This is an optimization exercise on Yosys and OpenROAD, whose aim is small area, not a production implementation. Function not checked in this run: the RTL went through the layout flow alone.

==> design/flow/design.v <==
module lane_xu (
    input  wire        clk,
    input  wire        rst,
    input  wire        start,
    input  wire [31:0] instr,
    input  wire [63:0] a,
    input  wire [3:0]  a_tag,
    input  wire [63:0] b,
    input  wire [3:0]  b_tag,
    output reg         done,
    output reg         illegal,
    output reg         taken,
    output reg  [63:0] result,
    output reg  [3:0]  tag
);
    localparam [3:0] GOOD = 4'h0;
    localparam [3:0] BAD_CHANNEL_FAULT = 4'hF;
    function [3:0] rank;
        input [3:0] c;
        begin
            case (c)
                4'hE: rank = 4'd3;    
                4'hD: rank = 4'd4;    
                4'hF: rank = 4'd5;    
                4'hC: rank = 4'd6;    
                4'hA: rank = 4'd7;    
                4'hB: rank = 4'd8;    
                4'h8: rank = 4'd9;    
                4'h9: rank = 4'd9;    
                4'h4: rank = 4'd10;   
                4'h3: rank = 4'd11;   
                4'h5: rank = 4'd12;   
                4'h6: rank = 4'd13;   
                default: rank = 4'd15;
            endcase
        end
    endfunction
    function [3:0] propagate2;
        input [3:0] x;
        input [3:0] y;
        reg [3:0] rx, ry;
        begin
            rx = rank(x);
            ry = rank(y);
            if (rx == 4'd15 && ry == 4'd15)
                propagate2 = GOOD;
            else if (rx <= ry)
                propagate2 = x;
            else
                propagate2 = y;
        end
    endfunction
    function [3:0] propagate1;
        input [3:0] x;
        begin
            propagate1 = (rank(x) == 4'd15) ? GOOD : x;
        end
    endfunction
    wire [5:0]  op    = instr[31:26];
    wire [4:0]  fb    = instr[20:16];    
    wire [15:0] imm   = instr[15:0];
    wire [10:0] func  = instr[10:0];
    wire        w     = func[10];
    wire [4:0]  fop   = func[4:0];
    wire [63:0] simm  = {{48{imm[15]}}, imm};
    wire [63:0] zimm  = {48'd0, imm};
    wire is_alu    = (op == 6'h00);
    wire is_imm    = (op >= 6'h01) && (op <= 6'h08);
    wire is_branch = (op >= 6'h38);
    wire alu_ill   = is_alu && ((func[9:5] != 5'd0) || (fop > 5'h14));
    wire shi_ill   = (op == 6'h07) && (imm[7:6] == 2'b11);
    wire br_ill    = (op >= 6'h3E) && (fb != 5'd0);
    wire dec_ill   = !(is_alu || is_imm || is_branch) || alu_ill || shi_ill || br_ill;
    wire is_mul    = is_alu && !alu_ill && (fop >= 5'h0E) && (fop <= 5'h10);
    wire is_div    = is_alu && !alu_ill && (fop >= 5'h11) && (fop <= 5'h14);
    wire [63:0] xa = w ? {{32{a[31]}}, a[31:0]} : a;
    wire [63:0] xb = w ? {{32{b[31]}}, b[31:0]} : b;
    wire [63:0] ua = w ? {32'd0, a[31:0]} : a;
    wire [63:0] ub = w ? {32'd0, b[31:0]} : b;
    wire [5:0]  shamt = w ? {1'b0, b[4:0]} : b[5:0];
    wire alu_lt_s = $signed(xa) < $signed(xb);
    wire alu_lt_u = ua < ub;
    reg [63:0] alu_raw;
    always @(*) begin
        case (fop)
            5'h00: alu_raw = a + b;
            5'h01: alu_raw = a - b;
            5'h02: alu_raw = a & b;
            5'h03: alu_raw = a | b;
            5'h04: alu_raw = a ^ b;
            5'h05: alu_raw = ua << shamt;
            5'h06: alu_raw = ua >> shamt;
            5'h07: alu_raw = $signed(xa) >>> shamt;
            5'h08: alu_raw = {63'd0, alu_lt_s};
            5'h09: alu_raw = {63'd0, alu_lt_u};
            5'h0A: alu_raw = alu_lt_s ? a : b;
            5'h0B: alu_raw = alu_lt_s ? b : a;
            5'h0C: alu_raw = alu_lt_u ? a : b;
            5'h0D: alu_raw = alu_lt_u ? b : a;
            default: alu_raw = 64'd0;
        endcase
    end
    wire [63:0] alu_res = w ? {{32{alu_raw[31]}}, alu_raw[31:0]} : alu_raw;
    reg [63:0] imm_res;
    always @(*) begin
        case (op[3:0])
            4'h1: imm_res = a + simm;
            4'h2: imm_res = a & zimm;
            4'h3: imm_res = a | zimm;
            4'h4: imm_res = a ^ zimm;
            4'h5: imm_res = {63'd0, $signed(a) < $signed(simm)};
            4'h6: imm_res = {63'd0, a < simm};
            4'h7: begin
                case (imm[7:6])
                    2'b00:   imm_res = a << imm[5:0];
                    2'b01:   imm_res = a >> imm[5:0];
                    default: imm_res = $signed(a) >>> imm[5:0];
                endcase
            end
            default: imm_res = {simm[47:0], 16'd0};    
        endcase
    end
    reg br_take;
    always @(*) begin
        case (op[2:0])
            3'h0: br_take = (a == b);
            3'h1: br_take = (a != b);
            3'h2: br_take = $signed(a) < $signed(b);
            3'h3: br_take = !($signed(a) < $signed(b));
            3'h4: br_take = a < b;
            3'h5: br_take = !(a < b);
            3'h6: br_take = a_tag[3];
            default: br_take = !a_tag[3];
        endcase
    end
    wire [3:0] tag_ab = propagate2(a_tag, b_tag);
    wire [3:0] tag_a  = propagate1(a_tag);
    wire        mul_sa = (fop == 5'h0F);    
    wire [64:0] mul_opa = w ? {{33{mul_sa & a[31]}}, a[31:0]} : {mul_sa & a[63], a};
    wire [64:0] mul_opb = w ? {{33{mul_sa & b[31]}}, b[31:0]} : {mul_sa & b[63], b};
    reg  [64:0]  m_a, m_b;
    reg  [127:0] m_p;
    reg  [1:0]   m_stage;
    reg          m_hi, m_w;
    reg  [3:0]   m_tag;
    wire [129:0] m_full = $signed(m_a) * $signed(m_b);
    wire        div_signed = (fop == 5'h11) || (fop == 5'h13);
    wire        div_rem    = (fop == 5'h13) || (fop == 5'h14);
    wire        dvd_neg    = div_signed && (w ? a[31] : a[63]);
    wire        dvs_neg    = div_signed && (w ? b[31] : b[63]);
    wire [63:0] dvd_abs    = dvd_neg ? (64'd0 - xa) : ua;
    wire [63:0] dvs_abs    = dvs_neg ? (64'd0 - xb) : ub;
    wire        dvs_zero   = (ub == 64'd0);
    reg  [63:0] d_q;         
    reg  [65:0] d_r;         
    reg  [63:0] d_d;         
    reg  [65:0] d_d3;        
    reg  [5:0]  d_cnt;
    reg         d_busy, d_fin;
    reg         d_w, d_rem, d_qneg, d_rneg, d_zero;
    reg  [3:0]  d_tag;
    reg  [63:0] d_a;         
    wire [65:0] r_sh  = {d_r[63:0], d_q[63:62]};
    wire [66:0] r_m3  = {1'b0, r_sh} - {1'b0, d_d3};
    wire [66:0] r_m2  = {1'b0, r_sh} - {2'b0, d_d, 1'b0};
    wire [66:0] r_m1  = {1'b0, r_sh} - {3'b0, d_d};
    reg  [65:0] r_nx;
    reg  [1:0]  q_dig;
    always @(*) begin
        if (!r_m3[66])      begin r_nx = r_m3[65:0]; q_dig = 2'd3; end
        else if (!r_m2[66]) begin r_nx = r_m2[65:0]; q_dig = 2'd2; end
        else if (!r_m1[66]) begin r_nx = r_m1[65:0]; q_dig = 2'd1; end
        else                begin r_nx = r_sh;       q_dig = 2'd0; end
    end
    wire [63:0] q_mag  = d_q;
    wire [63:0] r_mag  = d_r[63:0];
    wire [63:0] q_sgn  = d_qneg ? (64'd0 - q_mag) : q_mag;
    wire [63:0] r_sgn  = d_rneg ? (64'd0 - r_mag) : r_mag;
    wire [63:0] d_out  = d_zero ? (d_rem ? d_a : 64'd0) : (d_rem ? r_sgn : q_sgn);
    wire [63:0] d_res  = d_w ? {{32{d_out[31]}}, d_out[31:0]} : d_out;
    wire one_cycle = start && (dec_ill || !(is_mul || is_div));
    always @(posedge clk) begin
        if (rst) begin
            done    <= 1'b0;
            m_stage <= 2'd0;
            d_busy  <= 1'b0;
            d_fin   <= 1'b0;
        end else begin
            done    <= one_cycle || (m_stage == 2'd2) || d_fin;
            if (start && is_mul)
                m_stage <= 2'd1;
            else if (m_stage == 2'd1)
                m_stage <= 2'd2;
            else
                m_stage <= 2'd0;
            if (start && is_div)
                d_busy <= 1'b1;
            else if (d_cnt == 6'd1)
                d_busy <= 1'b0;
            d_fin   <= d_busy && (d_cnt == 6'd1);
        end
    end
    always @(posedge clk) begin
        illegal <= start && dec_ill;
        taken   <= br_take;
        if (m_stage == 2'd2) begin
            tag <= m_tag;
            if (m_w)
                result <= m_hi ? {{32{m_p[63]}}, m_p[63:32]} : {{32{m_p[31]}}, m_p[31:0]};
            else
                result <= m_hi ? m_p[127:64] : m_p[63:0];
        end else if (d_fin) begin
            result <= d_res;
            tag    <= d_tag;
        end else if (is_imm) begin
            result <= imm_res;
            tag    <= (op == 6'h08) ? GOOD : tag_a;
        end else begin
            result <= alu_res;
            tag    <= tag_ab;
        end
    end
    always @(posedge clk) begin
        m_a <= mul_opa;
        m_b <= mul_opb;
        m_p <= m_full[127:0];
        if (start) begin
            m_hi  <= (fop != 5'h0E);
            m_w   <= w;
            m_tag <= tag_ab;
        end
    end
    always @(posedge clk) begin
        if (start) begin
            d_q     <= w ? {dvd_abs[31:0], 32'd0} : dvd_abs;
            d_r     <= 66'd0;
            d_d     <= dvs_abs;
            d_d3    <= {2'b0, dvs_abs} + {1'b0, dvs_abs, 1'b0};
            d_cnt   <= w ? 6'd16 : 6'd32;
            d_w     <= w;
            d_rem   <= div_rem;
            d_qneg  <= dvd_neg ^ dvs_neg;
            d_rneg  <= dvd_neg;
            d_zero  <= dvs_zero;
            d_a     <= ua;
            d_tag   <= dvs_zero ? BAD_CHANNEL_FAULT : tag_ab;
        end else begin
            d_r     <= r_nx;
            d_q     <= {d_q[61:0], q_dig};
            d_cnt   <= d_cnt - 6'd1;
        end
    end
endmodule
==> design/flow/run.sh <==
#!/bin/bash
# synth_recipe.tcl (not shown) runs the flow's synth.tcl, then flattens the netlist and writes it again
# the make line also repeats each setting of config.mk as NAME=value (left out here)
make -C /OpenROAD-flow-scripts/flow DESIGN_CONFIG=/design/flow/config.mk WORK_HOME=/design/flow/orfs CLKGATE_MAP_FILE= SYNTH_SCRIPT=/design/flow/synth_recipe.tcl finish
==> design/flow/config.mk <==
export PLATFORM = sky130hd
export DESIGN_NAME = lane_xu
export DESIGN_NICKNAME = lane_xu
export VERILOG_FILES = /design/flow/design.v
export SDC_FILE = /design/flow/constraint.sdc
export NUM_CORES = 4
export LEC_CHECK = 0
export CAP_MARGIN = 40
export CORE_MARGIN = 2
export CORE_UTILIZATION = 30
export PLACE_DENSITY = 0.45
export SLEW_MARGIN = 20
==> design/flow/constraint.sdc <==
create_clock -name core_clock -period 14.0 [get_ports {clk}]
set_input_delay 2.8000 -clock core_clock [delete_from_list [all_inputs] [get_ports {clk}]]
set_output_delay 2.8000 -clock core_clock [all_outputs]
set_load 0.01 [all_outputs]
==> run notes <==
registers in the layout, summed over array words and instances (netlist names), 2 cells and up:
name,count
m_p,128
result,64
d_q,64
d_cnt,6
d_r,64
tag,4
m_a,65
d_a,64
d_d3,65
d_d,64
m_b,65
d_tag,4
m_stage,2
m_tag,4
cell type report:
type                    instances  area share
diodes                        135    0.001413
clock buffers                 111     0.01070
well taps                    9796     0.05125
multi-input cells           19012      0.7584
clock inverters                56    0.002804
flip-flops and latches        674     0.06597
repair buffers               1042     0.03741
inverters                    4588     0.07208
cells by family after synthesis:
kind of cell	after synthesis	share of synthesized area
compound gates	4355	0.1252
simple gates	7818	0.1694
flops	674	0.07064
fa+ha+maj	5596	0.4703
buf+inv	6320	0.1078
xor+xnor	695	0.02763
mux	548	0.02910
per-layer routing:
| metal | global-route usage | part of all wire | up-vias |
|---|---|---|---|
| met5 | 0 | 0.00032 | - |
| met4 | 0.1414 | 0.063 | 48 |
| met3 | 0.05683 | 0.079 | 1784 |
| met2 | 0.4220 | 0.43 | 7882 |
| met1 | 0.3698 | 0.42 | 98866 |
| li1 | - | - | 80614 |
through the flow:
stage	setup WS (ns)	cells	area, um^2
global placement	0.8177	34961	234200
floorplan	2.703	26006	220300
global route	0.7908	35330	239000
detailed placement	1.411	35083	235200
CTS	1.267	35250	238400
finish	1.257	35414	239200
final timing paths:
check | end | slack [ns] | startpoint
max | m_p[120] | 1.26 | m_a[64]
min | d_q[18] | 0.44 | d_q[16]
max reg2reg | m_p[120] | 1.26 | m_a[64]
min reg2reg | d_q[18] | 0.44 | d_q[16]
synth_stat cells, drive strengths merged, types with 68 or more instances:
master     n  share of area
inv     4584          0.078
fa      4475           0.41
nand2   3313          0.056
and2    2150          0.061
clkbuf  1615          0.028
a21oi   1261          0.029
nor2    1201          0.020
ha      1121          0.064
o21ai   1078          0.024
dfxtp    467          0.042
xnor2    456          0.018
mux2i    428          0.019
a21o     291         0.0099
xor2     239         0.0095
edfxtp   207          0.028
nor3     207         0.0047
nand3    192         0.0044
a221oi   189         0.0075
o211ai   175         0.0060
a211oi   167         0.0057
nand2b   133         0.0038
o31ai    132         0.0045
a31oi    129         0.0037
nand4    124         0.0035
o22ai    121         0.0034
o21bai   119         0.0041
buf      117         0.0021
nor2b    117         0.0033
or3       90         0.0026
nor4      80         0.0023
a22oi     76         0.0026
o21a      76         0.0026
mux4      69         0.0071
o221ai    68         0.0027
==> run notes <==
- First-pass DRT Iterations: 9
- Final core utilization: 0.3269
- ANT nets after route: 0
- Nets@finish: 31,177
- Syn avg cell area: 8.472 um^2
- Mapped Cells: 26,006
- Grt ovf: 0
- Most common cell after layout, fill and taps aside: inv_1
- Hold Vio Cnt, Final: 0
- Crit path buffers/inverters: 9
- Hold buffer count at CTS: 0
- Hold depth: 1
- Initial antenna violation count: 128
- Fin Clk Skew: approximately 0.14 ns
- Fillers: 78,114
- Critical path class: flop to flop
- Worst endpoint required time: about 15 ns
- Overall die area: around 740,000 um^2
- Initial DRC count: 19,387
- Crit path depth: 34
- CP most frequent cell: fa_1
- TritonCTS clock tree: done
- Num Clock Sinks: 674
- Residual DRC: 0
- CP peak stage delay: 0.96 ns
- Highest achievable clock rate: 78.48 MHz
- Postcts setup bufs: 0
- Htree depth: 3
- Worst-path clk slew: 0.07 ns
- Synth unique cells: 90
- PortBufs: 236
- Die height: ~860 um
- Outcome: complete, no violations
- Row count: about 310
- Die X-Extent: about 860 um
- Clk root buf: clkbuf_16
- First-pass GRT wire length: 1479 mm
- Core footprint: ~730,000 um^2
- Critical path endpoint category: flop
- Dpl hpwl: 867.4 mm
- Worst-case reg-to-reg path depth: 34
- Placer Congestion: 1.059
- Initial Utilization: 0.3012
- Async S/R FF share, synth: 0
- Ys flop type: dfxtp_1
- Relative slew slack: 0.2201
- Hold slack: approximately 0.44 ns
- I/O pin count: 242
- Setup TNS: 0 ns
- Via density: 5.342
- Area occupied by multi-input gates: between 150,000 and 200,000 um^2
- Endpoints failing setup: 0
- Routed via count: around 190k
- Worst-Skew Late Latency: 0.94 ns
- Cts repair resizes: 0
- Slew @ Worst Pin: approximately 1.2 ns
- HP Class: flop to flop
- Final Cycle Share: 0.9102
- Routed WL per cell: between 20 and 30 um
- Max FO, Critical Path: 55
- TritonCTS Buffers: 92
- Pins Over Slew Limit: 0
- Share of cells above drive strength 1: 0.05411
- Minimum clock period: 12.74 ns
- Highest-delay cell along the critical path: fa_1
- Most frequent cells in the layout: inv_1, fa_1, nand2_1
- Arrival time at the worst endpoint: 13.45 ns
- Yosys reg bits: 674
- Post-Syn Area: approximately 220,000 um^2
- Pin count of the biggest net entering global routing: 98
- Total GRT Usage: 0.2760
- Yosys warns: 1
- P&R area growth vs syn: 8.547%
- Register area: between 15,000 and 20,000 um^2
- Top delay family on crit path: adder cells
- Number of synthesized flops with an enable pin: 207
- Sequential area share after synthesis: 0.07064
- Vias in the first global route: 193,331
- Bufs on Longest Clock Path: 4
- Final WL: 1036 mm
- Syn Nets: around 32,000
- Number of max-cap violations: 0
- RSZ-0062 raised after global routing: no
- CP Launch Type: flop

## port drivers added, routing unchanged
The results above use ideal ports. As a check the final layout listed here was re-extracted and re-timed, cells and wires unchanged.
Step 1, drivers: a clkbuf_16 drives clk and a buf_2 each remaining input, both assumed.
Step 2 times the ports against the registers' clock, not the clock port: input delays grow and output delays shrink by t, the midpoint of the rising clock arrivals with the driver on.
Three values: no drivers, after step 1, after step 2; two values: the first two.
t (ns): 0.994
slack for setup (ns): 1.257 / 1.257 / 1.257
worst data-port slew with drivers (ns): 0.36
cell pins on the clock port's net: 1
After both steps setup and hold are still met in this run. The setup slack of this run moves by 0.000 ns with the drivers and by 0.000 ns with both steps.
